What follows belongs to an exercise in optimizing a design on an open flow for small area and a short achievable clock period; a production flow would make more cautious choices. RTL that was checked went through simulation tests only; none was proved equivalent to the original. No functional check of the RTL was part of run 1. No activity file was given, so power comes from the tool's default toggle rates.

==> flow/design.v, too long to show whole: its modules and the start of the top module <==
// module adc_correct: 1786 lines
module adc_correct (
    input  wire        clk,
    input  wire        rst,           
    input  wire        cfg_we,
    input  wire [4:0]  cfg_addr,      
    input  wire [31:0] cfg_wdata,
    input  wire        swap,          
    output wire        active_half,
    input  wire        in_valid,
    input  wire [15:0] in_code,
    output reg         out_valid,
    output reg  [23:0] out_sample,
    output reg         out_sat
);
  // ...
==> flow/flow/run.sh <==
#!/bin/bash
# The standard layout (standard.sh, unchanged synthesis) with two changes to
# how the layout is optimised; the constraints and clock are the standard flow's own:
#  - repair_timing keeps 16.4 ns of extra setup slack (sizes for a ~6 ns period)
#  - the port buffers are buf_4 cells instead of the resizer's default pick
set -euo pipefail
cd "$(dirname "$0")/.."
bash standard.sh SETUP_SLACK_MARGIN=16.4 "BUFFER_PORTS_ARGS=-buffer_cell sky130_fd_sc_hd__buf_4" finish > standard_flow.log 2>&1
==> flow/standard.sh <==
#!/bin/bash
# synth_recipe.tcl (not shown) runs the flow's synth.tcl, then flattens the netlist and writes it again
# the make line also repeats each setting of config.mk as NAME=value (left out here)
make -C /OpenROAD-flow-scripts/flow DESIGN_CONFIG=/design/flow/config.mk WORK_HOME=/design/flow/orfs CLKGATE_MAP_FILE= SYNTH_SCRIPT=/design/flow/synth_recipe.tcl "${@:-finish}"
==> flow/config.mk <==
export PLATFORM = sky130hd
export DESIGN_NAME = adc_correct
export DESIGN_NICKNAME = adc_correct
export VERILOG_FILES = /design/flow/design.v
export SDC_FILE = /design/flow/constraint.sdc
export NUM_CORES = 4
export LEC_CHECK = 0
export CAP_MARGIN = 20
export CORE_MARGIN = 2
export CORE_UTILIZATION = 40
export CTS_CLUSTER_DIAMETER = 80
export CTS_CLUSTER_SIZE = 30
export SLEW_MARGIN = 20
==> flow/constraint.sdc <==
create_clock -name core_clock -period 22.0 [get_ports {clk}]
set_input_delay 4.4000 -clock core_clock [delete_from_list [all_inputs] [get_ports {clk}]]
set_output_delay 4.4000 -clock core_clock [all_outputs]
set_load 0.01 [all_outputs]
==> results.json, run 1 <==
{
  "max_freq_mhz": 177,
  "clk_path_buf_depth": 3,
  "dr_wl_met3_um": 20000,
  "synth_simple_gate_area_share": 0.0437,
  "timing.hold.ws_ps": 336,
  "swShare": 0.324,
  "criticalPathCategory": "input port to flop",
  "outcome": "no timing/DRC/antenna violations",
  "cts-htree-levels": 3,
  "layout-drive-gt1-share": 0.104,
  "first_pass_iters": 6,
  "grt_busiest_layer": "met2",
  "place_inst": 7228,
  "p_leak_uw": 0.0255,
  "slowest_stage": "nor2_4",
  "stdcell_count": 7366,
  "signal_buffers": 255,
  "grt_overflow": 0,
  "drc": 0,
  "p_clk_frac": 0.244,
  "synth_compound_area_frac": 0.133,
  "nets": 5609,
  "multi_input_area_share": 0.352,
  "rows": 152,
  "cp.required_ps": 22360,
  "synthAdderAreaFrac": 0.136,
  "power_uw": 6410,
  "grt_first_pass_wirelength_um": 306000,
  "rsz0062_at_grt": "true",
  "holdBufCountCts": 0,
  "seq_power_uw": 3130,
  "grt_max_degree": 54,
  "vdd_drop_max_mv": 0.0733
}
==> run 2: changes to the inputs <==
--- a/flow/design.v
+++ b/flow/design.v
@@ -10,29 +10,39 @@
     input  wire [15:0] in_code,
     output reg         out_valid,
     output reg  [23:0] out_sample,
     output reg         out_sat
 );
     reg        half;                      
     reg        half_n;                    
     assign active_half = half;
-    wire       gain_ok = |cfg_wdata[23:0];      
-    wire       we0 = cfg_we & ~half_n;          
-    wire       we1 = cfg_we & half_n;
-    wire       wo0 = we0 & (cfg_addr == 5'd0);
-    wire       wo1 = we1 & (cfg_addr == 5'd0);
-    wire       wg0 = we0 & (cfg_addr == 5'd1) & gain_ok;
-    wire       wg1 = we1 & (cfg_addr == 5'd1) & gain_ok;
+    reg        w_we;
+    reg        w_h1;                            
+    reg [4:0]  w_addr;
+    reg [31:0] w_data;
+    always @(posedge clk) begin
+        w_we   <= cfg_we & ~rst;
+        w_h1   <= half_n;
+        w_addr <= cfg_addr;
+        w_data <= cfg_wdata;
+    end
+    wire       gain_ok = |w_data[23:0];         
+    wire       we0 = w_we & ~w_h1;
+    wire       we1 = w_we & w_h1;
+    wire       wo0 = we0 & (w_addr == 5'd0);
+    wire       wo1 = we1 & (w_addr == 5'd0);
+    wire       wg0 = we0 & (w_addr == 5'd1) & gain_ok;
+    wire       wg1 = we1 & (w_addr == 5'd1) & gain_ok;
     wire [15:0] wl0, wl1;
     genvar gi;
     generate
         for (gi = 0; gi < 16; gi = gi + 1) begin : g_wdec
-            assign wl0[gi] = we0 & (cfg_addr == gi + 2);
-            assign wl1[gi] = we1 & (cfg_addr == gi + 2);
+            assign wl0[gi] = we0 & (w_addr == gi + 2);
+            assign wl1[gi] = we1 & (w_addr == gi + 2);
         end
     endgenerate
     reg [23:0] ofs_t0, ofs_t1, gain_t0, gain_t1;
     reg        ofs_id0, ofs_id1, gain_id0, gain_id1;    
     reg [15:0] lin_id0, lin_id1;
     always @(posedge clk) begin
         if (rst) begin
             half <= 1'b0;
@@ -47,79 +57,85 @@
             if (wo1) ofs_id1 <= 1'b0;
             if (wg0) gain_id0 <= 1'b0;
             if (wg1) gain_id1 <= 1'b0;
             lin_id0 <= lin_id0 & ~wl0;
             lin_id1 <= lin_id1 & ~wl1;
         end
     end
     always @(posedge clk) begin
-        if (wo0) ofs_t0 <= cfg_wdata[23:0];
-        if (wo1) ofs_t1 <= cfg_wdata[23:0];
-        if (wg0) gain_t0 <= cfg_wdata[23:0];
-        if (wg1) gain_t1 <= cfg_wdata[23:0];
+        if (wo0) ofs_t0 <= w_data[23:0];
+        if (wo1) ofs_t1 <= w_data[23:0];
+        if (wg0) gain_t0 <= w_data[23:0];
+        if (wg1) gain_t1 <= w_data[23:0];
     end
     reg [31:0] lin_t0 [0:15];
     reg [31:0] lin_t1 [0:15];
     generate
         for (gi = 0; gi < 16; gi = gi + 1) begin : g_lin
             always @(posedge clk) begin
-                if (wl0[gi]) lin_t0[gi] <= cfg_wdata;
-                if (wl1[gi]) lin_t1[gi] <= cfg_wdata;
+                if (wl0[gi]) lin_t0[gi] <= w_data;
+                if (wl1[gi]) lin_t1[gi] <= w_data;
             end
         end
     endgenerate
     wire [3:0]  q_in = {~in_code[15], in_code[14:12]};
     wire [15:0] qd_in;
     generate
         for (gi = 0; gi < 16; gi = gi + 1) begin : g_qdec
             assign qd_in[gi] = (q_in == gi);
         end
     endgenerate
+    wire [15:0] lin_idn0 = lin_id0 & ~wl0;
+    wire [15:0] lin_idn1 = lin_id1 & ~wl1;
+    wire        ofs_idn0 = ofs_id0 & ~wo0;
+    wire        ofs_idn1 = ofs_id1 & ~wo1;
+    wire        gain_idn0 = gain_id0 & ~wg0;
+    wire        gain_idn1 = gain_id1 & ~wg1;
     reg        a_valid;
     reg [15:0] a_code;
     reg [15:0] a_lsel0, a_lsel1;      
     reg [1:0]  a_osel, a_gsel;        
     reg        a_gid;                 
     always @(posedge clk) begin
         a_valid <= ~rst & in_valid;
         a_code  <= in_code;
-        a_lsel0 <= qd_in & {16{half_n}}  & ~lin_id0;
-        a_lsel1 <= qd_in & {16{~half_n}} & ~lin_id1;
-        a_osel  <= {~half_n & ~ofs_id1, half_n & ~ofs_id0};
-        a_gsel  <= {~half_n & ~gain_id1, half_n & ~gain_id0};
-        a_gid   <= half_n ? gain_id0 : gain_id1;
+        a_lsel0 <= qd_in & {16{half_n}}  & ~lin_idn0;
+        a_lsel1 <= qd_in & {16{~half_n}} & ~lin_idn1;
+        a_osel  <= {~half_n & ~ofs_idn1, half_n & ~ofs_idn0};
+        a_gsel  <= {~half_n & ~gain_idn1, half_n & ~gain_idn0};
+        a_gid   <= half_n ? gain_idn0 : gain_idn1;
     end
     reg  [31:0] lin;
     integer k;
     always @(*) begin
         lin = 32'd0;
         for (k = 0; k < 16; k = k + 1)
             lin = lin | ({32{a_lsel0[k]}} & lin_t0[k]) | ({32{a_lsel1[k]}} & lin_t1[k]);
     end
     wire [23:0] ofs  = ({24{a_osel[0]}} & ofs_t0)  | ({24{a_osel[1]}} & ofs_t1);
-    wire [23:0] gain = ({24{a_gsel[0]}} & gain_t0) | ({24{a_gsel[1]}} & gain_t1)
-                     | {1'b0, a_gid, 22'd0};
     wire [25:0] op_r = {{2{a_code[15]}}, a_code, 8'd0};
     wire [25:0] op_d = {{10{lin[15]}}, lin[15:0]};
     wire [25:0] op_o = ~{{2{ofs[23]}}, ofs};
     wire [25:0] cs_s = op_r ^ op_d ^ op_o;
     wire [25:0] cs_c = (op_r & op_d) | (op_r & op_o) | (op_d & op_o);
     wire [25:0] base = cs_s + {cs_c[24:0], 1'b1};
     wire        rail = (a_code == 16'h7FFF) || (a_code == 16'h8000);
     reg        b_valid;
     reg [25:0] b_base;
     reg [15:0] b_ls;
-    reg [23:0] b_gain;
+    reg [1:0]  b_gsel;                
+    reg        b_gid;
     reg        b_rail;
     always @(posedge clk) begin
         b_valid <= ~rst & a_valid;
         b_base  <= base;
         b_ls    <= lin[31:16];
-        b_gain  <= gain;
+        b_gsel  <= a_gsel;
+        b_gid   <= a_gid;
         b_rail  <= rail;
     end
     reg b_u_one0;
     reg b_u_two0;
     reg b_u_neg0;
     reg b_u_one1;
     reg b_u_two1;
     reg b_u_neg1;
@@ -591,16 +607,18 @@
     assign t1_A[35] = t1_c230;
     assign t1_B[35] = t1_s231;
     assign t1_A[36] = t1_c232;
     assign t1_B[36] = t1_s233;
     assign t1_A[37] = t1_c234;
     assign t1_B[37] = ~b_base[25];
     wire [37:0] sum1 = t1_A + t1_B;
     wire [25:0] y = sum1[37:12];
+    wire [23:0] gain = ({24{b_gsel[0]}} & gain_t0) | ({24{b_gsel[1]}} & gain_t1)
+                     | {1'b0, b_gid, 22'd0};
     reg        c_valid;
     reg [25:0] c_y;
     reg        c_rail;
     reg c_g_one0;
     reg c_g_two0;
     reg c_g_neg0;
     reg c_g_one1;
     reg c_g_two1;
@@ -635,53 +653,53 @@
     reg c_g_one11;
     reg c_g_two11;
     reg c_g_neg11;
     reg c_g_one12;
     always @(posedge clk) begin
         c_valid <= ~rst & b_valid;
         c_y     <= y;
         c_rail  <= b_rail;
-        c_g_one0 <= b_gain[0] ^ 1'b0;
-        c_g_two0 <= (b_gain[1] & ~b_gain[0] & ~1'b0) | (~b_gain[1] & b_gain[0] & 1'b0);
-        c_g_neg0 <= b_gain[1];
-        c_g_one1 <= b_gain[2] ^ b_gain[1];
-        c_g_two1 <= (b_gain[3] & ~b_gain[2] & ~b_gain[1]) | (~b_gain[3] & b_gain[2] & b_gain[1]);
-        c_g_neg1 <= b_gain[3];
-        c_g_one2 <= b_gain[4] ^ b_gain[3];
-        c_g_two2 <= (b_gain[5] & ~b_gain[4] & ~b_gain[3]) | (~b_gain[5] & b_gain[4] & b_gain[3]);
-        c_g_neg2 <= b_gain[5];
-        c_g_one3 <= b_gain[6] ^ b_gain[5];
-        c_g_two3 <= (b_gain[7] & ~b_gain[6] & ~b_gain[5]) | (~b_gain[7] & b_gain[6] & b_gain[5]);
-        c_g_neg3 <= b_gain[7];
-        c_g_one4 <= b_gain[8] ^ b_gain[7];
-        c_g_two4 <= (b_gain[9] & ~b_gain[8] & ~b_gain[7]) | (~b_gain[9] & b_gain[8] & b_gain[7]);
-        c_g_neg4 <= b_gain[9];
-        c_g_one5 <= b_gain[10] ^ b_gain[9];
-        c_g_two5 <= (b_gain[11] & ~b_gain[10] & ~b_gain[9]) | (~b_gain[11] & b_gain[10] & b_gain[9]);
-        c_g_neg5 <= b_gain[11];
-        c_g_one6 <= b_gain[12] ^ b_gain[11];
-        c_g_two6 <= (b_gain[13] & ~b_gain[12] & ~b_gain[11]) | (~b_gain[13] & b_gain[12] & b_gain[11]);
-        c_g_neg6 <= b_gain[13];
-        c_g_one7 <= b_gain[14] ^ b_gain[13];
-        c_g_two7 <= (b_gain[15] & ~b_gain[14] & ~b_gain[13]) | (~b_gain[15] & b_gain[14] & b_gain[13]);
-        c_g_neg7 <= b_gain[15];
-        c_g_one8 <= b_gain[16] ^ b_gain[15];
-        c_g_two8 <= (b_gain[17] & ~b_gain[16] & ~b_gain[15]) | (~b_gain[17] & b_gain[16] & b_gain[15]);
-        c_g_neg8 <= b_gain[17];
-        c_g_one9 <= b_gain[18] ^ b_gain[17];
-        c_g_two9 <= (b_gain[19] & ~b_gain[18] & ~b_gain[17]) | (~b_gain[19] & b_gain[18] & b_gain[17]);
-        c_g_neg9 <= b_gain[19];
-        c_g_one10 <= b_gain[20] ^ b_gain[19];
-        c_g_two10 <= (b_gain[21] & ~b_gain[20] & ~b_gain[19]) | (~b_gain[21] & b_gain[20] & b_gain[19]);
-        c_g_neg10 <= b_gain[21];
-        c_g_one11 <= b_gain[22] ^ b_gain[21];
-        c_g_two11 <= (b_gain[23] & ~b_gain[22] & ~b_gain[21]) | (~b_gain[23] & b_gain[22] & b_gain[21]);
-        c_g_neg11 <= b_gain[23];
-        c_g_one12 <= 1'b0 ^ b_gain[23];
+        c_g_one0 <= gain[0] ^ 1'b0;
+        c_g_two0 <= (gain[1] & ~gain[0] & ~1'b0) | (~gain[1] & gain[0] & 1'b0);
+        c_g_neg0 <= gain[1];
+        c_g_one1 <= gain[2] ^ gain[1];
+        c_g_two1 <= (gain[3] & ~gain[2] & ~gain[1]) | (~gain[3] & gain[2] & gain[1]);
+        c_g_neg1 <= gain[3];
+        c_g_one2 <= gain[4] ^ gain[3];
+        c_g_two2 <= (gain[5] & ~gain[4] & ~gain[3]) | (~gain[5] & gain[4] & gain[3]);
+        c_g_neg2 <= gain[5];
+        c_g_one3 <= gain[6] ^ gain[5];
+        c_g_two3 <= (gain[7] & ~gain[6] & ~gain[5]) | (~gain[7] & gain[6] & gain[5]);
+        c_g_neg3 <= gain[7];
+        c_g_one4 <= gain[8] ^ gain[7];
+        c_g_two4 <= (gain[9] & ~gain[8] & ~gain[7]) | (~gain[9] & gain[8] & gain[7]);
+        c_g_neg4 <= gain[9];
+        c_g_one5 <= gain[10] ^ gain[9];
+        c_g_two5 <= (gain[11] & ~gain[10] & ~gain[9]) | (~gain[11] & gain[10] & gain[9]);
+        c_g_neg5 <= gain[11];
+        c_g_one6 <= gain[12] ^ gain[11];
+        c_g_two6 <= (gain[13] & ~gain[12] & ~gain[11]) | (~gain[13] & gain[12] & gain[11]);
+        c_g_neg6 <= gain[13];
+        c_g_one7 <= gain[14] ^ gain[13];
+        c_g_two7 <= (gain[15] & ~gain[14] & ~gain[13]) | (~gain[15] & gain[14] & gain[13]);
+        c_g_neg7 <= gain[15];
+        c_g_one8 <= gain[16] ^ gain[15];
+        c_g_two8 <= (gain[17] & ~gain[16] & ~gain[15]) | (~gain[17] & gain[16] & gain[15]);
+        c_g_neg8 <= gain[17];
+        c_g_one9 <= gain[18] ^ gain[17];
+        c_g_two9 <= (gain[19] & ~gain[18] & ~gain[17]) | (~gain[19] & gain[18] & gain[17]);
+        c_g_neg9 <= gain[19];
+        c_g_one10 <= gain[20] ^ gain[19];
+        c_g_two10 <= (gain[21] & ~gain[20] & ~gain[19]) | (~gain[21] & gain[20] & gain[19]);
+        c_g_neg10 <= gain[21];
+        c_g_one11 <= gain[22] ^ gain[21];
+        c_g_two11 <= (gain[23] & ~gain[22] & ~gain[21]) | (~gain[23] & gain[22] & gain[21]);
+        c_g_neg11 <= gain[23];
+        c_g_one12 <= 1'b0 ^ gain[23];
     end
     wire [26:0] m2_pp0;
     assign m2_pp0[0] = ((c_g_one0 & c_y[0])) ^ c_g_neg0;
     assign m2_pp0[1] = ((c_g_one0 & c_y[1]) | (c_g_two0 & c_y[0])) ^ c_g_neg0;
     assign m2_pp0[2] = ((c_g_one0 & c_y[2]) | (c_g_two0 & c_y[1])) ^ c_g_neg0;
     assign m2_pp0[3] = ((c_g_one0 & c_y[3]) | (c_g_two0 & c_y[2])) ^ c_g_neg0;
     assign m2_pp0[4] = ((c_g_one0 & c_y[4]) | (c_g_two0 & c_y[3])) ^ c_g_neg0;
     assign m2_pp0[5] = ((c_g_one0 & c_y[5]) | (c_g_two0 & c_y[4])) ^ c_g_neg0;
==> flow/config.mk (replaced) <==
export PLATFORM = sky130hd
export DESIGN_NAME = adc_correct
export DESIGN_NICKNAME = adc_correct
export VERILOG_FILES = /design/flow/design.v
export SDC_FILE = /design/flow/constraint.sdc
export NUM_CORES = 4
export LEC_CHECK = 0
export CAP_MARGIN = 20
export CORE_MARGIN = 2
export CORE_UTILIZATION = 40
export CTS_CLUSTER_DIAMETER = 60
export CTS_CLUSTER_SIZE = 30
export SLEW_MARGIN = 20
==> run 2 against run 1 <==
Against the previous run: maximum frequency is 0.35% higher; hold slack got worse by 4.2 ps; cell area rose by 2.3%; register-to-register slack worse by 20 ps; combinational power is 5% lower; via count is 0.83% higher; wire length rose by 1.8%; critical path type is now flop to primary output.
==> results.json, run 2 <==
{
  "num_vias": 44379,
  "vdd_drop_max_mv": 0.0939,
  "drc": 0,
  "hold_viol_final": 0,
  "die_h_um": 421,
  "nets": 5673,
  "layout-drive-gt1-share": 0.113,
  "first_pass_iters": 6,
  "layout_min_cycle_time_ps": 5630,
  "finalCritPeriodShare": 0.256,
  "antenna_left": 0,
  "antenna_found_initial": 11,
  "ys_seq_area_frac": 0.582,
  "cp_top_family": "flip-flops",
  "yosys.area.top_type": "edfxtp_1",
  "netlist_top_cells_area": "edfxtp_1 48%, fa_1 10%, dfxtp_1 9.9%",
  "grt_overflow": 0,
  "setup_tns_ps": 0,
  "hold_path_class": "flop to flop",
  "wirelength_um": 216000,
  "grt_first_pass_wirelength_um": 312000,
  "critPathCaptureType": "primary output",
  "seq_area_um2": 40700,
  "netlist_top_cells_count": "1120 x edfxtp_1, 787 x a22oi_1, 391 x inv_1",
  "fillCellCount": 15546,
  "timing.final.ws_setup_ps": 16370,
  "synth_area_um2": 69600,
  "grt_max_degree": 54,
  "drt-initial-drc-count": 5473,
  "synthCells": 5088,
  "syn_nets": 5683,
  "max_freq_mhz": 178,
  "r2r_setup_slack_ps": 16610,
  "multiInputGateArea_um2": 26600,
  "drv_cap": 0,
  "cts-htree-levels": 3,
  "path_max_fanout": 2,
  "p_per_area_nw_per_um2": 89.6,
  "ios": 85,
  "slowest_stage": "dfxtp_2",
  "layout_common_cells": "1120 x edfxtp_1, 785 x a22oi_1, 389 x inv_1",
  "critPathBufInv": 1,
  "first_global_vias": 44061,
  "cp.required_ps": 17600,
  "path_clk_slew_ps": 90,
  "synth_area_per_cell_um2": 13.7,
  "dieArea_um2": 177000,
  "ys_types": 75,
  "hpwl_um": 123000,
  "synthToLayoutAreaGrowth_pct": 11.0,
  "clk_path_buf_depth": 3,
  "cts_tree": "built",
  "post_drt_wl_per_cell_um": 28.8,
  "grtUsageTotal": 0.240,
  "clock_latency_ps": 800,
  "holdBufCountCts": 0,
  "criticalPathCategory": "flop to primary output",
  "top_regs": "lin_t0 (512), lin_t1 (512), w_data (32)",
  "rsz0062_at_grt": "true",
  "root_buffer": "clkbuf_16",
  "core-area_um2": 173000,
  "path_cells": "buf_6",
  "viasPerCell": 5.92,
  "synth.most_common_cell": "edfxtp_1",
  "layout_commonest_cell": "edfxtp_1",
  "yosys_register_bits": 1465,
  "die_w_um": 421,
  "cp_slowest_stage_delay_ps": 330,
  "timing.hold.ws_ps": 332,
  "p_leak_uw": 0.0264,
  "cp.arrival_ps": 1230,
  "ys_warn_count": 3,
  "cts.sinks": 1465,
  "crit_path_start_kind": "flop",
  "cts_buffers": 101,
  "worst_slew_pin_slew_ps": 1090,
  "synth_ff_type": "edfxtp_1",
  "synth-async-reset-ratio": 0,
  "start_util": 0.402,
  "place_inst": 7298,
  "relSlewSlack": 0.269,
  "gp_congestion": 0.831,
  "fin_skew_ps": 108,
  "synth-edff-count": 1120,
  "stdcell_count": 7496,
  "place_ws_ps": 15940,
  "drv_slew": 0,
  "outcome": "no timing/DRC/antenna violations",
  "post-synth-top-area-fraction": 0.483,
  "io_buffers": 84,
  "rows": 153,
  "finalSetupViolations": 0
}
-- run 2: timing repair --
action,4_1_cts,5_1_grt
pin swaps,0,3
resized for setup,80,22
setup endpoints to repair,44,43
endpoints found under the hold margin,0,0
buffers inserted,1,1
gates cloned,0,0
-- run 2: cell type report --
| class | instances | area share |
|---|---|---|
| Sequential cell | 1465 | 0.526 |
| Multi-Input combinational cell | 2875 | 0.344 |
| Tap cell | 2325 | 0.0376 |
| Clock buffer | 111 | 0.0343 |
| Timing Repair Buffer | 243 | 0.0249 |
| Inverter | 392 | 0.0191 |
| Clock inverter | 80 | 0.0140 |
| Antenna cell | 5 | 0.000162 |
-- run 2: layer usage --
layer  global-route usage  share of wire  vias up
met4               0.0819          0.038       10
met3               0.0404          0.092      462
met1                0.321           0.39    22721
li1                     -              -    18767
met5                    0        0.00032        -
met2                0.396           0.48     2419
-- run 2: cell families after synthesis --
family                   Yosys count  share of synthesized area
buffers and inverters            748                     0.0404
multiplexers                      10                    0.00147
flip-flops                      1465                      0.582
XOR/XNOR                         503                     0.0633
adder cells (fa/ha/maj)          537                      0.135
AND/OR/NAND/NOR                  573                     0.0444
AO/OA/AOI/OAI                   1252                      0.133
-- run 2: power breakdown --
part           leakage (µW)  switching [µW]  internal (µW)
combinational        0.0117             970            651
clock               0.00181            1100           1010
sequential           0.0130            80.9           3110
total                0.0264            2150           4770
-- run 2: worst paths after layout --
path	from	end	depth (start not counted)
worst max-delay path	half$_SDFFE_PP0P_	active_half	1
worst min-delay path	b_rail$_DFF_P_	c_rail$_DFF_P_	0
worst max register to register	b_u_one0$_DFF_P_	c_y[17]$_DFF_P_	19
worst min register to register	b_rail$_DFF_P_	c_rail$_DFF_P_	0
-- run 2: stage by stage --
step	power (µW)	area, µm²	util
2_1_floorplan	4380	69600	-
3_3_place_gp	4830	73300	0.423
3_5_place_dp	4840	73300	0.423
4_1_cts	6950	77200	0.445
5_1_grt	7250	77300	0.446
6_report	6920	77300	0.446
==> run 3: changes to the inputs <==
--- a/flow/config.mk
+++ b/flow/config.mk
@@ -10,3 +10,3 @@
 export CORE_UTILIZATION = 40
-export CTS_CLUSTER_DIAMETER = 60
+export CTS_CLUSTER_DIAMETER = 100
 export CTS_CLUSTER_SIZE = 30
==> run 3 against run 2 <==
Against the previous run: largest cell class unchanged; highest routed layer unchanged; wire length decreased by 0.48%; largest power group unchanged; register-to-register slack improved by 40 ps; synthesized cell count unchanged; worst setup slack improved by 42 ps; critical path type unchanged; critical endpoint is now out_sample[17]; sequential power about the same; clock skew decreased by 49 ps; final cell count decreased by 0.96%; clock-buffer cell count decreased by 16; non-clock buffer count increased by 13.
==> results.json, run 3 <==
{
  "drc": 0,
  "p_leak_uw": 0.0256,
  "top_regs": "lin_t0 (512), lin_t1 (512), w_data (32)",
  "setup_tns_ps": 0,
  "drt-initial-drc-count": 5502,
  "hold_end": "c_rail$_DFF_P_",
  "antenna_left": 0,
  "dieArea_um2": 177000,
  "rsz0062_at_grt": "true",
  "post-synth-top-area-fraction": 0.483,
  "finalSetupViolations": 0,
  "outcome": "no timing/DRC/antenna violations",
  "root_buffer": "clkbuf_16",
  "vdd_drop_max_mv": 0.0767,
  "cts_tree": "built",
  "gp_congestion": 0.831,
  "rows": 153,
  "layout_min_cycle_time_ps": 5590,
  "path_clk_slew_ps": 110,
  "layout_common_cells": "1120 x edfxtp_1, 784 x a22oi_1, 389 x inv_1",
  "grt_first_pass_wirelength_um": 310000,
  "finalCritPeriodShare": 0.254,
  "ys_types": 75,
  "num_vias": 43908,
  "cts_buffers": 59,
  "cp_slowest_stage_delay_ps": 350,
  "synth_area_um2": 69600,
  "nets": 5644,
  "synth.most_common_cell": "edfxtp_1",
  "max_freq_mhz": 179,
  "hold_path_depth": 0,
  "relSlewSlack": 0.270,
  "path_max_fanout": 1,
  "die_w_um": 421,
  "path_cells": "buf_6",
  "fin_skew_ps": 58.6,
  "place_ws_ps": 15940,
  "hold_path_class": "flop to flop",
  "cts-htree-levels": 2,
  "synth_ff_type": "edfxtp_1",
  "first_global_vias": 43534,
  "cp.arrival_ps": 1190,
  "grt_overflow": 0,
  "criticalPathCategory": "flop to primary output",
  "synth-async-reset-ratio": 0,
  "netlist_top_cells_count": "1120 x edfxtp_1, 787 x a22oi_1, 391 x inv_1",
  "io_buffers": 84,
  "layout-drive-gt1-share": 0.0977,
  "start_util": 0.402,
  "worstRegToRegCells": 19,
  "cts.sinks": 1465,
  "rr_endpoint": "c_y[25]$_DFF_P_",
  "post_drt_wl_per_cell_um": 28.9,
  "first_pass_iters": 6,
  "critPathCaptureType": "primary output",
  "r2r_setup_slack_ps": 16650,
  "yosys.area.top_type": "edfxtp_1",
  "worst_slew_pin_slew_ps": 1090,
  "min_from": "b_rail$_DFF_P_",
  "critPathBufInv": 1,
  "wirelength_um": 215000,
  "core-area_um2": 173000,
  "cp_top_family": "flip-flops",
  "hold_viol_final": 0,
  "synthCells": 5088,
  "viasPerCell": 5.91,
  "antenna_found_initial": 12,
  "synth_area_per_cell_um2": 13.7,
  "ios": 85,
  "layout_commonest_cell": "edfxtp_1",
  "syn_nets": 5683,
  "clk_path_buf_depth": 3,
  "drv_cap": 0,
  "yosys_register_bits": 1465,
  "rr_startpoint": "b_u_two2$_DFF_P_",
  "slowest_stage": "dfxtp_2",
  "synth-edff-count": 1120,
  "netlist_top_cells_area": "edfxtp_1 48%, fa_1 10%, dfxtp_1 9.9%",
  "clock_latency_ps": 780,
  "cp.required_ps": 17600,
  "ys_seq_area_frac": 0.582,
  "p_per_area_nw_per_um2": 82.6,
  "drv_slew": 0,
  "timing.final.ws_setup_ps": 16410,
  "die_h_um": 421,
  "grtUsageTotal": 0.238,
  "hpwl_um": 123000,
  "crit_path_start_kind": "flop",
  "ys_warn_count": 3,
  "synthToLayoutAreaGrowth_pct": 8.54,
  "grt_max_degree": 54
}
==> run 3: kinds of logic after synthesis <==
kind of cell,count (synthesis),synth area share
mux,10,0.00147
compound gates,1252,0.133
xor+xnor,503,0.0633
flops,1465,0.582
fa+ha+maj,537,0.135
buf+inv,748,0.0404
simple gates,573,0.0444
==> run 3: final cells by class <==
type / instances / area [µm²]
multi-input cells: 2875 / 26600
repair buffers: 256 / 2030
flip-flops and latches: 1465 / 40700
inverters: 392 / 1470
clock buffers: 95 / 1620
clock inverters: 14 / 258
well taps: 2325 / 2910
diodes: 2 / 5.00
fillers: 15707 / 97900
==> run 3: worst max path at each step <==
stage                               from               to  slack (ps)  cells after the start
2_1_floorplan           b_u_one2$_DFF_P_  c_y[22]$_DFF_P_       16500                     21
3_3_place_gp            b_u_neg2$_DFF_P_  c_y[22]$_DFF_P_       15990                     18
3_5_place_dp            b_u_neg2$_DFF_P_  c_y[22]$_DFF_P_       15940                     18
4_1_cts        out_sample[17]$_SDFF_PP1_   out_sample[17]       16360                      1
5_1_grt                half$_SDFFE_PP0P_      active_half       16350                      1
6_report       out_sample[17]$_SDFF_PP1_   out_sample[17]       16410                      1
==> run 3: layer usage <==
metal,GRT usage,wire [µm]
met1,0.318,84200
met2,0.395,103000
met3,0.0369,19300
met4,0.0796,8150
met5,0,105
==> run 3: stage by stage <==
| stage | util | power [µW] | std cells | hold slack (ps) | instance area (µm²) |
|---|---|---|---|---|---|
| 2_1_floorplan | - | 4380 | 5088 | 310 | 69600 |
| 3_3_place_gp | 0.423 | 4830 | 7298 | 312 | 73300 |
| 3_5_place_dp | 0.423 | 4840 | 7298 | 312 | 73300 |
| 4_1_cts | 0.435 | 6260 | 7408 | 339 | 75400 |
| 5_1_grt | 0.436 | 6560 | 7422 | 356 | 75600 |
| 6_report | 0.436 | 6250 | 7424 | 338 | 75600 |
==> run 3: worst register-to-register path, stage by stage, from the launching register on <==
cell	delay, ps
dfxtp_4	470
a22oi_1	110
xor2_1	170
fa_1	520
inv_1	50
fa_1	490
inv_1	60
fa_1	410
fa_1	510
inv_1	60
ha_4	250
a21o_1	210
or4_4	440
a2111oi_4	400
nor3_2	120
o21bai_2	230
nand2_2	130
a211o_1	360
a21oi_2	160
xnor2_1	120
==> run 3: report_power, final <==
part | total [µW] | switching [µW] | internal, µW
logic | 1630 | 974 | 659
registers | 3190 | 79.9 | 3110
clock network | 1420 | 888 | 536
total | 6250 | 1940 | 4300
==> run 3: repair_timing <==
| item | in CTS | in global routing |
|---|---|---|
| buffers inserted | 1 | 14 |
| pin swaps | 1 | 6 |
| hold buffers | 0 | 0 |
| setup endpoints to repair | 42 | 41 |
| gates resized for setup | 83 | 32 |
| endpoints found under the hold margin | 0 | 0 |
==> run 4: changes to the inputs <==
--- a/flow/config.mk
+++ b/flow/config.mk
@@ -10,3 +10,3 @@
 export CORE_UTILIZATION = 40
-export CTS_CLUSTER_DIAMETER = 100
+export CTS_CLUSTER_DIAMETER = 80
 export CTS_CLUSTER_SIZE = 30
==> run 4 against run 3 <==
Against the previous run: die area unchanged; critical endpoint is now active_half; sequential power about the same; still clean on timing, DRC and antenna; wire length up 0.21%; highest routed layer unchanged; first-iteration DRC count up 0.84%; synthesized cell count unchanged; clock-buffer cell count down 1; worst setup slack better by 30 ps; global-route usage up 0.16 points; clock skew up 4.5 ps.
==> results.json, run 4 <==
{
  "antenna_left": 0,
  "synth_area_per_cell_um2": 13.7,
  "synth_ff_type": "edfxtp_1",
  "nets": 5662,
  "die_h_um": 421,
  "ys_seq_area_frac": 0.582,
  "fillCellCount": 15664,
  "syn_nets": 5683,
  "cp_top_family": "flip-flops",
  "power_uw": 6550,
  "outcome": "no timing/DRC/antenna violations",
  "gp_congestion": 0.831,
  "cts_buffers": 77,
  "p_sw_uw": 2060,
  "grt_first_pass_wirelength_um": 311000,
  "finalInstanceArea_um2": 76400,
  "num_vias": 43985,
  "layout_min_cycle_time_ps": 5560,
  "cp.required_ps": 17600,
  "clk_path_buf_depth": 3,
  "path_cells": "buf_6",
  "grt_max_degree": 54,
  "path_max_fanout": 2,
  "drv_slew": 0,
  "hold_path_depth": 0,
  "slowest_stage": "dfxtp_2",
  "cts-htree-levels": 3,
  "finalCritPeriodShare": 0.253,
  "power.internal_uw": 4490,
  "p_leak_uw": 0.0260,
  "crit_path_start_kind": "flop",
  "layout_commonest_cell": "edfxtp_1",
  "timing.hold.ws_ps": 331,
  "dieArea_um2": 177000,
  "rr_endpoint": "c_y[25]$_DFF_P_",
  "rr_startpoint": "b_ls[13]$_DFF_P_",
  "cp_slowest_stage_delay_ps": 330,
  "critPathCaptureType": "primary output",
  "clock_latency_ps": 750,
  "max_freq_mhz": 180,
  "synthCells": 5088,
  "relSlewSlack": 0.265,
  "comb_power_share": 0.250,
  "die_w_um": 421,
  "worstRegToRegCells": 18,
  "grtUsageTotal": 0.239,
  "yosys.area.top_type": "edfxtp_1",
  "grt_overflow": 0,
  "criticalPathCategory": "flop to primary output",
  "setup_tns_ps": 0,
  "root_buffer": "clkbuf_16",
  "netlist_top_cells_area": "edfxtp_1 48%, fa_1 10%, dfxtp_1 9.9%",
  "synth-edff-count": 1120,
  "start_util": 0.402,
  "hold_end": "d_rail$_DFF_P_",
  "power_frac_seq": 0.487,
  "dr_wl_met3_um": 19500,
  "synth-async-reset-ratio": 0,
  "cp.arrival_ps": 1160,
  "rsz0062_at_grt": "true",
  "placed_area_um2": 73300,
  "ys_types": 75,
  "worst_slew_pin_slew_ps": 1100,
  "place_ws_ps": 15940,
  "hold_viol_final": 0,
  "p_per_area_nw_per_um2": 85.8,
  "io_buffers": 84,
  "rows": 153,
  "fin_skew_ps": 63.2,
  "timing.final.ws_setup_ps": 16440,
  "drt-initial-drc-count": 5548,
  "drc": 0,
  "antenna_found_initial": 13,
  "synth_area_um2": 69600,
  "ios": 85,
  "cts.sinks": 1465,
  "top_regs": "lin_t0 (512), lin_t1 (512), w_data (32)",
  "synthToLayoutAreaGrowth_pct": 9.66,
  "yosys_register_bits": 1465,
  "wirelength_met1_um": 84300,
  "wl_met2_um": 103000,
  "viasPerCell": 5.90,
  "hpwl_um": 123000,
  "p_clk_frac": 0.264,
  "vdd_drop_max_mv": 0.0749,
  "cts_tree": "built",
  "first_global_vias": 43712,
  "core-area_um2": 173000,
  "first_pass_iters": 6,
  "holdBufCountCts": 0,
  "min_from": "c_rail$_DFF_P_",
  "synth.most_common_cell": "edfxtp_1",
  "critPathBufInv": 1,
  "hold_path_class": "flop to flop",
  "netlist_top_cells_count": "1120 x edfxtp_1, 787 x a22oi_1, 391 x inv_1",
  "post-synth-top-area-fraction": 0.483,
  "layout-drive-gt1-share": 0.105,
  "highest_layer": "met5",
  "swShare": 0.314,
  "finalSetupViolations": 0,
  "r2r_setup_slack_ps": 16610,
  "path_clk_slew_ps": 90,
  "layout_common_cells": "1120 x edfxtp_1, 784 x a22oi_1, 389 x inv_1",
  "post_drt_wl_per_cell_um": 28.9,
  "ys_warn_count": 3,
  "drv_cap": 0,
  "wirelength_um": 215000
}
-- run 4: routing by layer --
| metal | vias to the layer above | global-route usage |
|---|---|---|
| li1 | 18710 | - |
| met2 | 2261 | 0.397 |
| met3 | 480 | 0.0401 |
| met5 | - | 0 |
| met4 | 16 | 0.0839 |
| met1 | 22518 | 0.317 |
-- run 4: logic make-up (layout without fill, tap and decap cells) --
| logic type | count (synthesis) | count (layout) | share of synthesized area |
|---|---|---|---|
| flops | 1465 | 1465 | 0.582 |
| compound gates | 1252 | 1252 | 0.133 |
| buf+inv | 748 | 788 | 0.0404 |
| simple gates | 573 | 573 | 0.0444 |
| fa+ha+maj | 537 | 537 | 0.135 |
| xor+xnor | 503 | 503 | 0.0633 |
| mux | 10 | 10 | 0.00147 |
| other cells | 0 | 4 | 0 |
-- run 4: final cells by class --
cell class | count | area (µm²) | share of cell area
antenna | 4 | 10.0 | 0.000131
clock buffer | 94 | 2050 | 0.0268
clock inverter | 46 | 636 | 0.00832
inverter | 392 | 1470 | 0.0193
multi-input combinational | 2875 | 26600 | 0.348
sequential | 1465 | 40700 | 0.533
tap | 2325 | 2910 | 0.0381
timing repair buffer | 256 | 2010 | 0.0263
-- run 4: worst max path at each step --
stage	slack [ps]	end	startpoint	cells past startpoint
after floorplan	16500	c_y[22]$_DFF_P_	b_u_one2$_DFF_P_	21
after global placement	15990	c_y[22]$_DFF_P_	b_u_neg2$_DFF_P_	18
after detailed placement	15940	c_y[22]$_DFF_P_	b_u_neg2$_DFF_P_	18
after CTS	16390	active_half	half$_SDFFE_PP0P_	1
after global routing	16340	c_y[25]$_DFF_P_	b_ls[13]$_DFF_P_	18
final	16440	active_half	half$_SDFFE_PP0P_	1
-- run 4: through the flow --
stage,utilization,cells
2_1_floorplan,-,5088
3_3_place_gp,0.423,7298
3_5_place_dp,0.423,7298
4_1_cts,0.439,7439
5_1_grt,0.440,7453
6_report,0.440,7457
-- run 4: repair_timing --
action,CTS,global route
pin swaps,1,4
resized for setup,71,28
endpoints found under the setup margin,40,22
endpoints found under the hold margin,0,0
gates cloned,0,0
setup buffers,1,14
-- run 4: power by group through the flow --
stage	combinational (µW)	sequential, µW	clock (µW)
6_report	1630	3190	1730
3_3_place_gp	1580	3240	0
2_1_floorplan	1160	3230	0
4_1_cts	1620	3190	1750
3_5_place_dp	1590	3250	0
5_1_grt	1830	3200	1840
==> run 5: changes to the inputs <==
--- a/flow/config.mk
+++ b/flow/config.mk
@@ -10,4 +10,4 @@
 export CORE_UTILIZATION = 40
-export CTS_CLUSTER_DIAMETER = 80
-export CTS_CLUSTER_SIZE = 30
+export CTS_CLUSTER_DIAMETER = 70
+export CTS_CLUSTER_SIZE = 36
 export SLEW_MARGIN = 20
==> run 5 against run 4 <==
Against the previous run: largest power group unchanged; via count up 0.73%; die area unchanged; still clean; hold slack worse by 2.4 ps; cell area up 1.0%; first-iteration DRC count down 4.5%; sequential share of layout area down 0.52 points; critical path type unchanged; highest routed layer unchanged; final cell count up 0.30%.
==> results.json, run 5 <==
{
  "hold_path_class": "flop to flop",
  "grtUsageMet3": 0.0378,
  "post_drt_wl_per_cell_um": 28.8,
  "cp.arrival_ps": 1180,
  "cts_tree": "built",
  "drc": 0,
  "root_buffer": "clkbuf_16",
  "dieArea_um2": 177000,
  "max_freq_mhz": 179,
  "layout_min_cycle_time_ps": 5580,
  "syn_nets": 5683,
  "critPathBufInv": 1,
  "drv_slew": 0,
  "grt_max_degree": 54,
  "viasPerCell": 5.92,
  "rows": 153,
  "outcome": "no timing/DRC/antenna violations",
  "gp_congestion": 0.831,
  "cts-htree-levels": 3,
  "ys_warn_count": 3,
  "clk_path_buf_depth": 3,
  "fin_skew_ps": 104,
  "core-area_um2": 173000,
  "first_global_vias": 43929,
  "clock_latency_ps": 790,
  "synth_area_per_cell_um2": 13.7,
  "post-synth-top-area-fraction": 0.483,
  "start_util": 0.402,
  "grtUsageTotal": 0.240,
  "slowest_stage": "dfxtp_2",
  "synth.most_common_cell": "edfxtp_1",
  "power_uw": 6870,
  "layout_commonest_cell": "edfxtp_1",
  "antenna_left": 0,
  "finalCritPeriodShare": 0.254,
  "netlist_top_cells_area": "edfxtp_1 48%, fa_1 10%, dfxtp_1 9.9%",
  "wirelength_um": 216000,
  "place_inst": 7298,
  "critPathCaptureType": "primary output",
  "num_vias": 44304,
  "rr_startpoint": "a_lsel0[14]$_DFF_P_",
  "use_met1": 0.320,
  "min_from": "b_rail$_DFF_P_",
  "nets": 5666,
  "first_pass_iters": 6,
  "grt_first_pass_wirelength_um": 312000,
  "path_cells": "buf_6",
  "synth_ff_type": "edfxtp_1",
  "netlist_top_cells_count": "1120 x edfxtp_1, 787 x a22oi_1, 391 x inv_1",
  "met2_usage": 0.398,
  "hpwl_um": 123000,
  "die_h_um": 421,
  "cts.sinks": 1465,
  "drv_cap": 0,
  "layout-drive-gt1-share": 0.112,
  "ios": 85,
  "synth-async-reset-ratio": 0,
  "worst_slew_pin_slew_ps": 1100,
  "ys_types": 75,
  "vdd_drop_max_mv": 0.0821,
  "path_clk_slew_ps": 80,
  "synth-edff-count": 1120,
  "relSlewSlack": 0.264,
  "crit_path_start_kind": "flop",
  "hold_viol_final": 0,
  "criticalPathCategory": "flop to primary output",
  "holdBufCountCts": 0,
  "synth_area_um2": 69600,
  "synthCells": 5088,
  "cp.required_ps": 17600,
  "io_buffers": 84,
  "yosys.area.top_type": "edfxtp_1",
  "grt_busiest_layer": "met2",
  "top_regs": "lin_t0 (512), lin_t1 (512), w_data (32)",
  "die_w_um": 421,
  "cts_buffers": 94,
  "ys_seq_area_frac": 0.582,
  "path_max_fanout": 2,
  "antenna_found_initial": 9,
  "finalSetupViolations": 0,
  "grt_overflow": 0,
  "synthToLayoutAreaGrowth_pct": 10.8,
  "critPathLaunch": "half$_SDFFE_PP0P_",
  "drt-initial-drc-count": 5300,
  "rsz0062_at_grt": "true",
  "setup_tns_ps": 0,
  "p_per_area_nw_per_um2": 89.0,
  "yosys_register_bits": 1465,
  "cp_slowest_stage_delay_ps": 330,
  "p_leak_uw": 0.0263,
  "cp_top_family": "flip-flops",
  "stdcell_count": 7479,
  "layout_common_cells": "1120 x edfxtp_1, 785 x a22oi_1, 389 x inv_1"
}
[run 5: cell types whose count changed in the layout (fill, tap and decap cells not counted), moves of 4 or more]
cell,previous run,this run
clkbuf_16,78,95
buf_4,231,216
clkbuf_1,11,0
inv_12,5,14
dfxtp_2,62,70
dfxtp_1,263,256
inv_8,4,11
clkinv_2,4,10
bufinv_16,0,5
inv_6,14,9
clkinv_8,6,10
[run 5: metrics by stage]
stage                     worst slack (ps)  cell area, µm²   util  hold WS [ps]
after floorplan                      16500           69600      -           310
after global placement               15990           73300  0.423           312
after detailed placement             15940           73300  0.423           312
after CTS                            16370           77100  0.444           329
after global routing                 16370           77100  0.445           337
final                                16420           77100  0.445           328
[run 5: metal layers]
layer,vias up,routed length [µm]
met1,22847,85300
li1,18752,-
met2,2275,104000
met3,420,18600
met5,-,71
met4,10,8010
[run 5: worst paths after layout]
check,end,slack [ps],depth (start not counted)
worst min-delay path,c_rail$_DFF_P_,330,0
worst max-delay path,active_half,16420,1
worst max register to register,b_base[22]$_DFF_P_,16610,16
worst min register to register,c_rail$_DFF_P_,330,0
[run 5: area by class of cell]
class	instances	area [µm²]
diodes	4	10.0
clock buffers	95	2380
clock inverters	80	1180
fillers	15593	96300
inverters	392	1470
multi-input cells	2875	26600
flip-flops and latches	1465	40700
well taps	2325	2910
repair buffers	243	1930
[run 5: cells by family (layout without fill, tap and decap cells)]
logic type,Yosys count,in the layout,share of synthesized area
muxes,10,10,0.00147
adders and majority gates,537,537,0.135
buffers and inverters,748,810,0.0404
AOI/OAI and AO/OA,1252,1252,0.133
DFF,1465,1465,0.582
other,0,4,0
and+or+nand+nor,573,573,0.0444
xor gates and xnor gates,503,503,0.0633
[run 5: where the power goes]
part	switching, µW	internal [µW]
logic	970	653
registers	81.0	3110
clock network	1110	939
[run 5: timing repair]
action / CTS / global route
buffers inserted: 1 / 1
gates resized for setup: 81 / 24
setup endpoints to repair: 42 / 37
pin swaps: 0 / 4
==> run 6: changes to the inputs <==
--- a/flow/config.mk
+++ b/flow/config.mk
@@ -10,4 +10,5 @@
 export CORE_UTILIZATION = 40
-export CTS_CLUSTER_DIAMETER = 70
-export CTS_CLUSTER_SIZE = 36
+export CTS_CLUSTER_DIAMETER = 90
+export CTS_CLUSTER_SIZE = 26
+export GPL_ROUTABILITY_DRIVEN = 0
 export SLEW_MARGIN = 20
==> run 6 against run 5 <==
Against the previous run: global-route usage fell by 0.063 points; sequential share of layout area up 0.88 points; first-iteration DRC count rose by 6.7%; worst setup slack gained 14 ps; non-clock buffer count increased by 3; sequential cell count did not move; core utilization shrank 0.74 points; wire length fell by 0.28%; maximum frequency up 0.24%; via count hardly changed; critical endpoint unchanged; largest power group unchanged.
==> results.json, run 6 <==
{
  "cts-htree-levels": 3,
  "met2_usage": 0.400,
  "dieArea_um2": 177000,
  "hold_viol_final": 0,
  "grt_busiest_layer": "met2",
  "synthToLayoutAreaGrowth_pct": 8.92,
  "nets": 5645,
  "critPathCaptureType": "primary output",
  "layout_common_cells": "1120 x edfxtp_1, 782 x a22oi_1, 389 x inv_1",
  "place_ws_ps": 15950,
  "hold_path_class": "flop to flop",
  "grt_first_pass_wirelength_um": 312000,
  "power_frac_seq": 0.499,
  "synth_ff_type": "edfxtp_1",
  "layout-drive-gt1-share": 0.0965,
  "top_regs": "lin_t0 (512), lin_t1 (512), w_data (32)",
  "grtUsageMet3": 0.0387,
  "clk_path_buf_depth": 3,
  "start_util": 0.402,
  "num_vias": 44333,
  "layout_commonest_cell": "edfxtp_1",
  "slowest_stage": "dfxtp_2",
  "netlist_top_cells_area": "edfxtp_1 48%, fa_1 10%, dfxtp_1 9.9%",
  "min_from": "a_gsel[1]$_DFF_P_",
  "fin_skew_ps": 42.0,
  "cp.depth": 1,
  "placed_area_um2": 73300,
  "p_leak_uw": 0.0257,
  "root_buffer": "clkbuf_16",
  "relSlewSlack": 0.230,
  "cts_tree": "built",
  "power.internal_uw": 4430,
  "cp.arrival_ps": 1170,
  "worstRegToRegCells": 18,
  "cp_slowest_stage_delay_ps": 340,
  "io_buffers": 84,
  "grt_max_degree": 54,
  "path_cells": "buf_6",
  "critPathBufInv": 1,
  "rr_endpoint": "c_y[25]$_DFF_P_",
  "synth-edff-count": 1120,
  "antenna_left": 0,
  "criticalPathCategory": "flop to primary output",
  "path_max_fanout": 2,
  "use_met1": 0.321,
  "p_sw_uw": 1970,
  "layout_min_cycle_time_ps": 5570,
  "core-area_um2": 173000,
  "finalCritPeriodShare": 0.253,
  "grtUsageTotal": 0.239,
  "antenna_found_initial": 14,
  "finalSetupViolations": 0,
  "drv_cap": 0,
  "cts_buffers": 70,
  "ys_types": 75,
  "swShare": 0.308,
  "crit_path_start_kind": "flop",
  "vdd_drop_max_mv": 0.0678,
  "ys_warn_count": 3,
  "post-synth-top-area-fraction": 0.483,
  "netlist_top_cells_count": "1120 x edfxtp_1, 787 x a22oi_1, 391 x inv_1",
  "rr_startpoint": "b_ls[15]$_DFF_P_",
  "yosys_register_bits": 1465,
  "cts.sinks": 1465,
  "critPathLaunch": "half$_SDFFE_PP0P_",
  "cp.required_ps": 17600,
  "ios": 85,
  "viasPerCell": 5.96,
  "syn_nets": 5683,
  "synth-async-reset-ratio": 0,
  "setup_tns_ps": 0,
  "post_drt_wl_per_cell_um": 28.9,
  "die_h_um": 421,
  "first_global_vias": 43800,
  "hpwl_um": 123000,
  "outcome": "no timing/DRC/antenna violations",
  "p_clk_frac": 0.248,
  "first_pass_iters": 6,
  "rsz0062_at_grt": "true",
  "finalInstanceArea_um2": 75900,
  "worst_slew_pin_slew_ps": 1150,
  "synthCells": 5088,
  "synth_area_per_cell_um2": 13.7,
  "die_w_um": 421,
  "timing.final.ws_setup_ps": 16430,
  "ys_seq_area_frac": 0.582,
  "path_clk_slew_ps": 100,
  "drt-initial-drc-count": 5653,
  "synth_area_um2": 69600,
  "r2r_setup_slack_ps": 16660,
  "yosys.area.top_type": "edfxtp_1",
  "max_freq_mhz": 180,
  "drc": 0,
  "cp_top_family": "flip-flops",
  "p_per_area_nw_per_um2": 84.3,
  "drv_slew": 0,
  "comb_power_share": 0.254,
  "wirelength_um": 215000,
  "synth.most_common_cell": "edfxtp_1",
  "cp-endpoint": "active_half",
  "grt_overflow": 0,
  "rows": 153,
  "clock_latency_ps": 750,
  "holdBufCountCts": 0
}
-- run 6: changes by cell type in the layout (fill, tap and decap cells not counted), sizes merged --
cell,previous run,this run
diode,4,6
buf,243,246
inv,431,397
bufinv,5,3
clkinvlp,4,1
clkinv,32,11
clkbuf,95,109
-- run 6: area by class of cell --
| class | instances | area [µm²] |
|---|---|---|
| Multi-Input combinational cell | 2875 | 26600 |
| Timing Repair Buffer | 246 | 1920 |
| Sequential cell | 1465 | 40700 |
| Antenna cell | 6 | 15.0 |
| Clock inverter | 20 | 354 |
| Fill cell | 15858 | 97600 |
| Inverter | 392 | 1470 |
| Tap cell | 2325 | 2910 |
| Clock buffer | 109 | 1920 |
-- run 6: what timing repair did --
action	4_1_cts	5_1_grt
endpoints found under the hold margin	0	0
pin swaps	0	4
setup buffers	1	6
setup endpoints to repair	25	27
resized for setup	43	51
-- run 6: worst min-delay path by stage --
| stage | slack (ps) | cells after the start | endpoint |
|---|---|---|---|
| final | 330 | 0 | b_gsel[1]$_DFF_P_ |
| after global routing | 340 | 0 | b_gsel[1]$_DFF_P_ |
| after CTS | 330 | 0 | b_gsel[1]$_DFF_P_ |
| after detailed placement | 310 | 0 | b_gsel[1]$_DFF_P_ |
| after global placement | 310 | 0 | c_rail$_DFF_P_ |
| after floorplan | 310 | 0 | b_gid$_DFF_P_ |
-- run 6: per-layer routing --
layer | up-vias | part of all wire
li1 | 18660 | -
met1 | 22850 | 0.39
met5 | - | 0.00030
met2 | 2421 | 0.48
met4 | 10 | 0.033
met3 | 392 | 0.095
-- run 6: logic make-up after synthesis --
logic type / Yosys count / synth area share
compound gates: 1252 / 0.133
xor+xnor: 503 / 0.0633
fa+ha+maj: 537 / 0.135
buf+inv: 748 / 0.0404
flops: 1465 / 0.582
mux: 10 / 0.00147
simple gates: 573 / 0.0444
-- run 6: power groups by stage --
stage                     combinational, µW  clock (µW)  sequential [µW]
after floorplan                        1160           0             3230
after global placement                 1580           0             3250
after detailed placement               1590           0             3250
after CTS                              1610        1610             3190
after global routing                   1820        1700             3200
final                                  1620        1580             3190
-- run 6: metrics by stage --
stage	hold slack [ps]	instances	util	power, µW
2_1_floorplan	310	5088	-	4380
3_3_place_gp	315	7296	0.423	4830
3_5_place_dp	314	7296	0.423	4840
4_1_cts	334	7426	0.436	6410
5_1_grt	337	7435	0.437	6720
6_report	330	7438	0.437	6390
==> run 7: changes to the inputs <==
--- a/flow/config.mk
+++ b/flow/config.mk
@@ -12,3 +12,3 @@
 export CTS_CLUSTER_SIZE = 26
-export GPL_ROUTABILITY_DRIVEN = 0
+export GPL_TIMING_DRIVEN = 0
 export SLEW_MARGIN = 20
==> run 7 against run 6 <==
Against the previous run: critical path type unchanged; register-to-register slack got worse by 250 ps; largest cell class unchanged; hold slack better by 6.3 ps; clock-buffer cell count fell by 4; cell area increased by 3.6%; still clean on timing, DRC and antenna; largest power group unchanged; highest routed layer unchanged.
==> results.json, run 7 <==
{
  "criticalPathCategory": "flop to primary output",
  "cp.required_ps": 17600,
  "critPathBufInv": 1,
  "synth.most_common_cell": "edfxtp_1",
  "clk_path_buf_depth": 3,
  "antenna_left": 0,
  "post-synth-top-area-fraction": 0.483,
  "grtUsageTotal": 0.273,
  "clock_latency_ps": 770,
  "max_freq_mhz": 178,
  "yosys.area.top_type": "edfxtp_1",
  "p_sw_uw": 2160,
  "power_uw": 6660,
  "drv_slew": 0,
  "nets": 5929,
  "holdBufCountCts": 0,
  "power_frac_seq": 0.477,
  "synth_ff_type": "edfxtp_1",
  "num_vias": 46773,
  "comb_power_share": 0.274,
  "slowest_stage": "dfxtp_2",
  "die_h_um": 421,
  "drc": 0,
  "cts_tree": "built",
  "viasPerCell": 6.06,
  "setup_tns_ps": 0,
  "cp.arrival_ps": 1210,
  "synth-edff-count": 1120,
  "antenna_found_initial": 13,
  "start_util": 0.402,
  "r2r_setup_slack_ps": 16410,
  "drv_cap": 0,
  "layout_common_cells": "1120 x edfxtp_1, 777 x a22oi_1, 387 x inv_1",
  "p_clk_frac": 0.248,
  "grt_max_degree": 38,
  "hold_viol_final": 0,
  "cts_buffers": 74,
  "first_global_vias": 45577,
  "finalSetupViolations": 0,
  "fillCellCount": 15600,
  "drt-initial-drc-count": 6872,
  "core-area_um2": 173000,
  "path_cells": "buf_6",
  "first_pass_iters": 6,
  "multiInputGateArea_um2": 26800,
  "synth_area_um2": 69600,
  "cp_slowest_stage_delay_ps": 340,
  "worst_slew_pin_slew_ps": 1310,
  "ys_types": 75,
  "ios": 85,
  "finalCritPeriodShare": 0.255,
  "cts.sinks": 1465,
  "ys_warn_count": 3,
  "netlist_top_cells_count": "1120 x edfxtp_1, 787 x a22oi_1, 391 x inv_1",
  "post_drt_wl_per_cell_um": 32.0,
  "layout-drive-gt1-share": 0.118,
  "swShare": 0.324,
  "rr_startpoint": "a_lsel1[11]$_DFF_P_",
  "critPathLaunch": "half$_SDFFE_PP0P_",
  "io_buffers": 84,
  "min_from": "a_gid$_DFF_P_",
  "top_regs": "lin_t0 (512), lin_t1 (512), w_data (32)",
  "vdd_drop_max_mv": 0.0785,
  "synth_area_per_cell_um2": 13.7,
  "layout_commonest_cell": "edfxtp_1",
  "power.internal_uw": 4500,
  "timing.hold.ws_ps": 336,
  "rsz0062_at_grt": "true",
  "dieArea_um2": 177000,
  "synthCells": 5088,
  "hold_path_class": "flop to flop",
  "critPathCaptureType": "primary output",
  "ys_seq_area_frac": 0.582,
  "path_clk_slew_ps": 100,
  "die_w_um": 421,
  "root_buffer": "clkbuf_16",
  "fin_skew_ps": 53.0,
  "path_max_fanout": 2,
  "yosys_register_bits": 1465,
  "outcome": "no timing/DRC/antenna violations",
  "grt_overflow": 0,
  "synthToLayoutAreaGrowth_pct": 12.9,
  "relSlewSlack": 0.128,
  "crit_path_start_kind": "flop",
  "grt_first_pass_wirelength_um": 345000,
  "syn_nets": 5683,
  "seq_area_um2": 40600,
  "layout_min_cycle_time_ps": 5610,
  "hpwl_um": 175000,
  "synth-async-reset-ratio": 0,
  "gp_congestion": 0.973,
  "cp_top_family": "flip-flops",
  "rows": 153,
  "netlist_top_cells_area": "edfxtp_1 48%, fa_1 10%, dfxtp_1 9.9%",
  "p_per_area_nw_per_um2": 84.8,
  "wirelength_um": 247000,
  "p_leak_uw": 0.0269,
  "cts-htree-levels": 3
}
[run 7: cell counts after synthesis]
No cell type changed its count.
[run 7: kinds of logic (layout without fill, tap and decap cells)]
family                     after synthesis  in the layout  synth area share
AOI/OAI and AO/OA                     1252           1252             0.133
DFF                                   1465           1465             0.582
buffers and inverters                  748           1046            0.0404
muxes                                   10             10           0.00147
adders and majority gates              537            537             0.135
and+or+nand+nor                        573            573            0.0444
xor gates and xnor gates               503            503            0.0633
other                                    0              3                 0
[run 7: metrics by stage]
stage / worst slack [ps] / instance area, µm² / cells / utilization
2_1_floorplan: 16500 / 69600 / 5088 / -
3_3_place_gp: 15370 / 73200 / 7497 / 0.422
3_5_place_dp: 15370 / 75400 / 7578 / 0.435
4_1_cts: 16350 / 78300 / 7710 / 0.451
5_1_grt: 16360 / 78600 / 7711 / 0.453
6_report: 16390 / 78600 / 7714 / 0.453
[run 7: path summary, 6_finish.rpt]
kind                         to  cells after the start
max                 active_half                      1
min               b_gid$_DFF_P_                      0
max reg2reg  b_base[22]$_DFF_P_                     16
min reg2reg       b_gid$_DFF_P_                      0
[run 7: power groups by stage]
stage / sequential (µW) / combinational (µW) / clock [µW]
floorplan: 3230 / 1160 / 0
global placement: 3250 / 1690 / 0
detailed placement: 3240 / 1720 / 0
CTS: 3180 / 1770 / 1670
global route: 3190 / 2000 / 1760
finish: 3180 / 1830 / 1650
[run 7: timing repair]
action | CTS | global route
pin swaps | 5 | 15
gates resized for setup | 193 | 232
buffers inserted | 4 | 1
setup endpoints to repair | 56 | 45
gates cloned | 0 | 0
[run 7: cell type report]
| class | count | area share |
|---|---|---|
| antenna | 3 | 0.0000955 |
| buffer | 356 | 0.0224 |
| clock buffer | 105 | 0.0257 |
| clock inverter | 23 | 0.00538 |
| inverter | 392 | 0.0188 |
| multi-input combinational | 2875 | 0.340 |
| sequential | 1465 | 0.517 |
| tap | 2325 | 0.0370 |
| timing repair buffer | 170 | 0.0334 |
[run 7: metal layers]
| layer | wire [µm] | vias up | global-route usage |
|---|---|---|---|
| li1 | - | 19264 | - |
| met1 | 93300 | 23929 | 0.361 |
| met2 | 113000 | 2973 | 0.433 |
| met3 | 27500 | 595 | 0.0592 |
| met4 | 13000 | 12 | 0.119 |
| met5 | 83 | - | 0 |
==> run 8: changes to the inputs <==
--- a/flow/config.mk
+++ b/flow/config.mk
@@ -12,3 +12,2 @@
 export CTS_CLUSTER_SIZE = 26
-export GPL_TIMING_DRIVEN = 0
 export SLEW_MARGIN = 20
==> run 8 against run 7 <==
Against the previous run: worst setup slack improved by 43 ps; clock power fell by 5%; via count is 5.9% lower; maximum frequency up 0.78%; critical path type unchanged; critical endpoint unchanged; still clean on timing, DRC and antenna; largest power group unchanged; first-iteration DRC count down 19%; area after synthesis unchanged.
==> results.json, run 8 <==
{
  "yosys_register_bits": 1465,
  "cp.required_ps": 17600,
  "synth-async-reset-ratio": 0,
  "yosys.area.top_type": "edfxtp_1",
  "netlist_top_cells_area": "edfxtp_1 48%, fa_1 10%, dfxtp_1 9.9%",
  "min_from": "b_rail$_DFF_P_",
  "ios": 85,
  "rows": 153,
  "worst_slew_pin_slew_ps": 1110,
  "clock_latency_ps": 740,
  "critPathLaunch": "half$_SDFFE_PP0P_",
  "cp_top_family": "flip-flops",
  "path_cells": "buf_6",
  "gp_congestion": 0.831,
  "die_h_um": 421,
  "root_buffer": "clkbuf_16",
  "antenna_found_initial": 14,
  "p_per_area_nw_per_um2": 84.2,
  "synth_ff_type": "edfxtp_1",
  "multiInputGateArea_um2": 26600,
  "layout-drive-gt1-share": 0.0952,
  "slowest_stage": "dfxtp_2",
  "start_util": 0.402,
  "path_clk_slew_ps": 100,
  "grt_first_pass_wirelength_um": 311000,
  "synth_area_per_cell_um2": 13.7,
  "ys_warn_count": 3,
  "hpwl_um": 123000,
  "num_vias": 44022,
  "p_leak_uw": 0.0257,
  "first_global_vias": 43722,
  "hold_end": "c_rail$_DFF_P_",
  "nets": 5643,
  "viasPerCell": 5.93,
  "fillCellCount": 15701,
  "syn_nets": 5683,
  "core-area_um2": 173000,
  "max_freq_mhz": 180,
  "timing.final.ws_setup_ps": 16440,
  "cts_tree": "built",
  "grt_overflow": 0,
  "layout_common_cells": "1120 x edfxtp_1, 785 x a22oi_1, 389 x inv_1",
  "die_w_um": 421,
  "synth_area_um2": 69600,
  "criticalPathCategory": "flop to primary output",
  "synthToLayoutAreaGrowth_pct": 8.83,
  "first_pass_iters": 5,
  "rsz0062_at_grt": "true",
  "seq_area_um2": 40700,
  "hold_path_depth": 0,
  "fin_skew_ps": 53.1,
  "worstRegToRegCells": 19,
  "ys_seq_area_frac": 0.582,
  "post-synth-top-area-fraction": 0.483,
  "cts_buffers": 71,
  "cp_slowest_stage_delay_ps": 340,
  "netlist_top_cells_count": "1120 x edfxtp_1, 787 x a22oi_1, 391 x inv_1",
  "cts.sinks": 1465,
  "rr_endpoint": "c_y[25]$_DFF_P_",
  "grt_max_degree": 54,
  "synth-edff-count": 1120,
  "holdBufCountCts": 0,
  "path_max_fanout": 2,
  "ys_types": 75,
  "io_buffers": 84,
  "hold_path_class": "flop to flop",
  "cp.arrival_ps": 1160,
  "wirelength_um": 215000,
  "critPathCaptureType": "primary output",
  "top_regs": "lin_t0 (512), lin_t1 (512), w_data (32)",
  "drv_cap": 0,
  "vdd_drop_max_mv": 0.0788,
  "critPathBufInv": 1,
  "finalSetupViolations": 0,
  "setup_tns_ps": 0,
  "layout_min_cycle_time_ps": 5560,
  "antenna_left": 0,
  "cts-htree-levels": 3,
  "place_ws_ps": 15940,
  "outcome": "no timing/DRC/antenna violations",
  "layout_commonest_cell": "edfxtp_1",
  "clk_path_buf_depth": 3,
  "synth.most_common_cell": "edfxtp_1",
  "relSlewSlack": 0.257,
  "rr_startpoint": "b_u_one0$_DFF_P_",
  "hold_viol_final": 0,
  "drv_slew": 0,
  "r2r_setup_slack_ps": 16640,
  "crit_path_start_kind": "flop",
  "drt-initial-drc-count": 5595,
  "grtUsageTotal": 0.239,
  "drc": 0,
  "synthCells": 5088,
  "finalCritPeriodShare": 0.253,
  "dieArea_um2": 177000,
  "post_drt_wl_per_cell_um": 29.0
}
run 8: cell counts after synthesis:
Identical to the previous run, type by type.
run 8: cell families (layout without fill, tap and decap cells):
| logic type | after synthesis | in the layout | synth area share |
|---|---|---|---|
| other cells | 0 | 5 | 0 |
| buf+inv | 748 | 757 | 0.0404 |
| compound gates | 1252 | 1252 | 0.133 |
| simple gates | 573 | 573 | 0.0444 |
| mux | 10 | 10 | 0.00147 |
| flops | 1465 | 1465 | 0.582 |
| xor+xnor | 503 | 503 | 0.0633 |
| fa+ha+maj | 537 | 537 | 0.135 |
run 8: area by class of cell:
class                   count  area share
clock inverters            19     0.00442
flip-flops and latches   1465       0.537
repair buffers            243      0.0250
clock buffers             103      0.0253
well taps                2325      0.0384
diodes                      5    0.000165
inverters                 392      0.0194
multi-input cells        2875       0.350
run 8: per-stage QoR:
| step | power [µW] | instance area [µm²] | utilization | std cells | hold WS [ps] |
|---|---|---|---|---|---|
| 3_5_place_dp | 4840 | 73300 | 0.423 | 7298 | 312 |
| 4_1_cts | 6400 | 75700 | 0.436 | 7421 | 336 |
| 3_3_place_gp | 4830 | 73300 | 0.423 | 7298 | 312 |
| 6_report | 6380 | 75800 | 0.437 | 7427 | 336 |
| 2_1_floorplan | 4380 | 69600 | - | 5088 | 310 |
| 5_1_grt | 6700 | 75800 | 0.437 | 7424 | 355 |
run 8: where the power goes:
group | internal (µW) | switching (µW) | total, µW
clock network | 653 | 920 | 1570
logic | 648 | 971 | 1620
registers | 3110 | 79.3 | 3190
total | 4410 | 1970 | 6380
run 8: metal layers:
metal / up-vias / part of all wire / track usage
met5: - / 0.00060 / 0
met2: 2363 / 0.48 / 0.394
met3: 450 / 0.096 / 0.0409
met1: 22543 / 0.39 / 0.318
li1: 18650 / - / -
met4: 16 / 0.041 / 0.0865
run 8: timing repair:
item / CTS / global route
pin swaps: 0 / 4
endpoints found under the setup margin: 22 / 31
buffers inserted: 1 / 1
gates resized for setup: 46 / 41
run 8: worst max-delay path by stage:
stage | end | slack [ps] | cells after the start
after global routing | active_half | 16380 | 1
final | active_half | 16440 | 1
after detailed placement | c_y[22]$_DFF_P_ | 15940 | 18
after CTS | c_y[22]$_DFF_P_ | 16390 | 19
after floorplan | c_y[22]$_DFF_P_ | 16500 | 21
after global placement | c_y[22]$_DFF_P_ | 15990 | 18
run 8: worst reg2reg max path, cell delays in order (launching register included):
cell	delay, ps
dfxtp_4	420
a22oi_2	210
xor2_1	120
fa_1	560
inv_1	50
fa_1	490
inv_1	60
fa_1	410
fa_1	510
inv_1	40
ha_1	340
a21o_1	230
or4_4	430
a2111oi_4	310
nor3_2	130
o21bai_2	240
nand2_2	130
a211o_1	320
a21oi_2	160
xnor2_1	120

==> what the ideal ports hide <==
How much do the figures lean on ideal ports? The routed layouts below were timed once more, with nothing changed but the port constraints.
Step 1: set_driving_cell puts a clkbuf_16 on clk and a buf_2 on each other input, an assumption about the parent block.
Step 2 moves the port delays by t, midway between the first and last clock arrival at a register: inputs arrive t later, outputs are due t later. That takes back most of the time a late clock gives input paths.
Three values: ideal, step 1, step 2; two values: the first two.
run | t, ns | setup WS [ns] | worst register clock-pin slew, ns
run 1 | 0.797 | 16.348 / 16.326 / 15.622 | 0.12 / 0.12
run 2 | 0.826 | 16.368 / 16.287 / 16.441 | 0.11 / 0.11
run 3 | 0.816 | 16.410 / 16.333 / 16.434 | 0.12 / 0.12
run 4 | 0.794 | 16.440 / 16.363 / 16.440 | 0.12 / 0.12
run 5 | 0.825 | 16.417 / 16.335 / 16.436 | 0.12 / 0.12
run 6 | 0.795 | 16.431 / 16.350 / 16.434 | 0.11 / 0.11
run 7 | 0.822 | 16.394 / 16.309 / 16.413 | 0.11 / 0.11
run 8 | 0.795 | 16.438 / 16.355 / 16.460 | 0.11 / 0.11
After both steps every run listed still meets setup and hold. The setup slack of run 1, which loses most, moves by -0.022 ns with the drivers and by -0.726 ns with both steps.
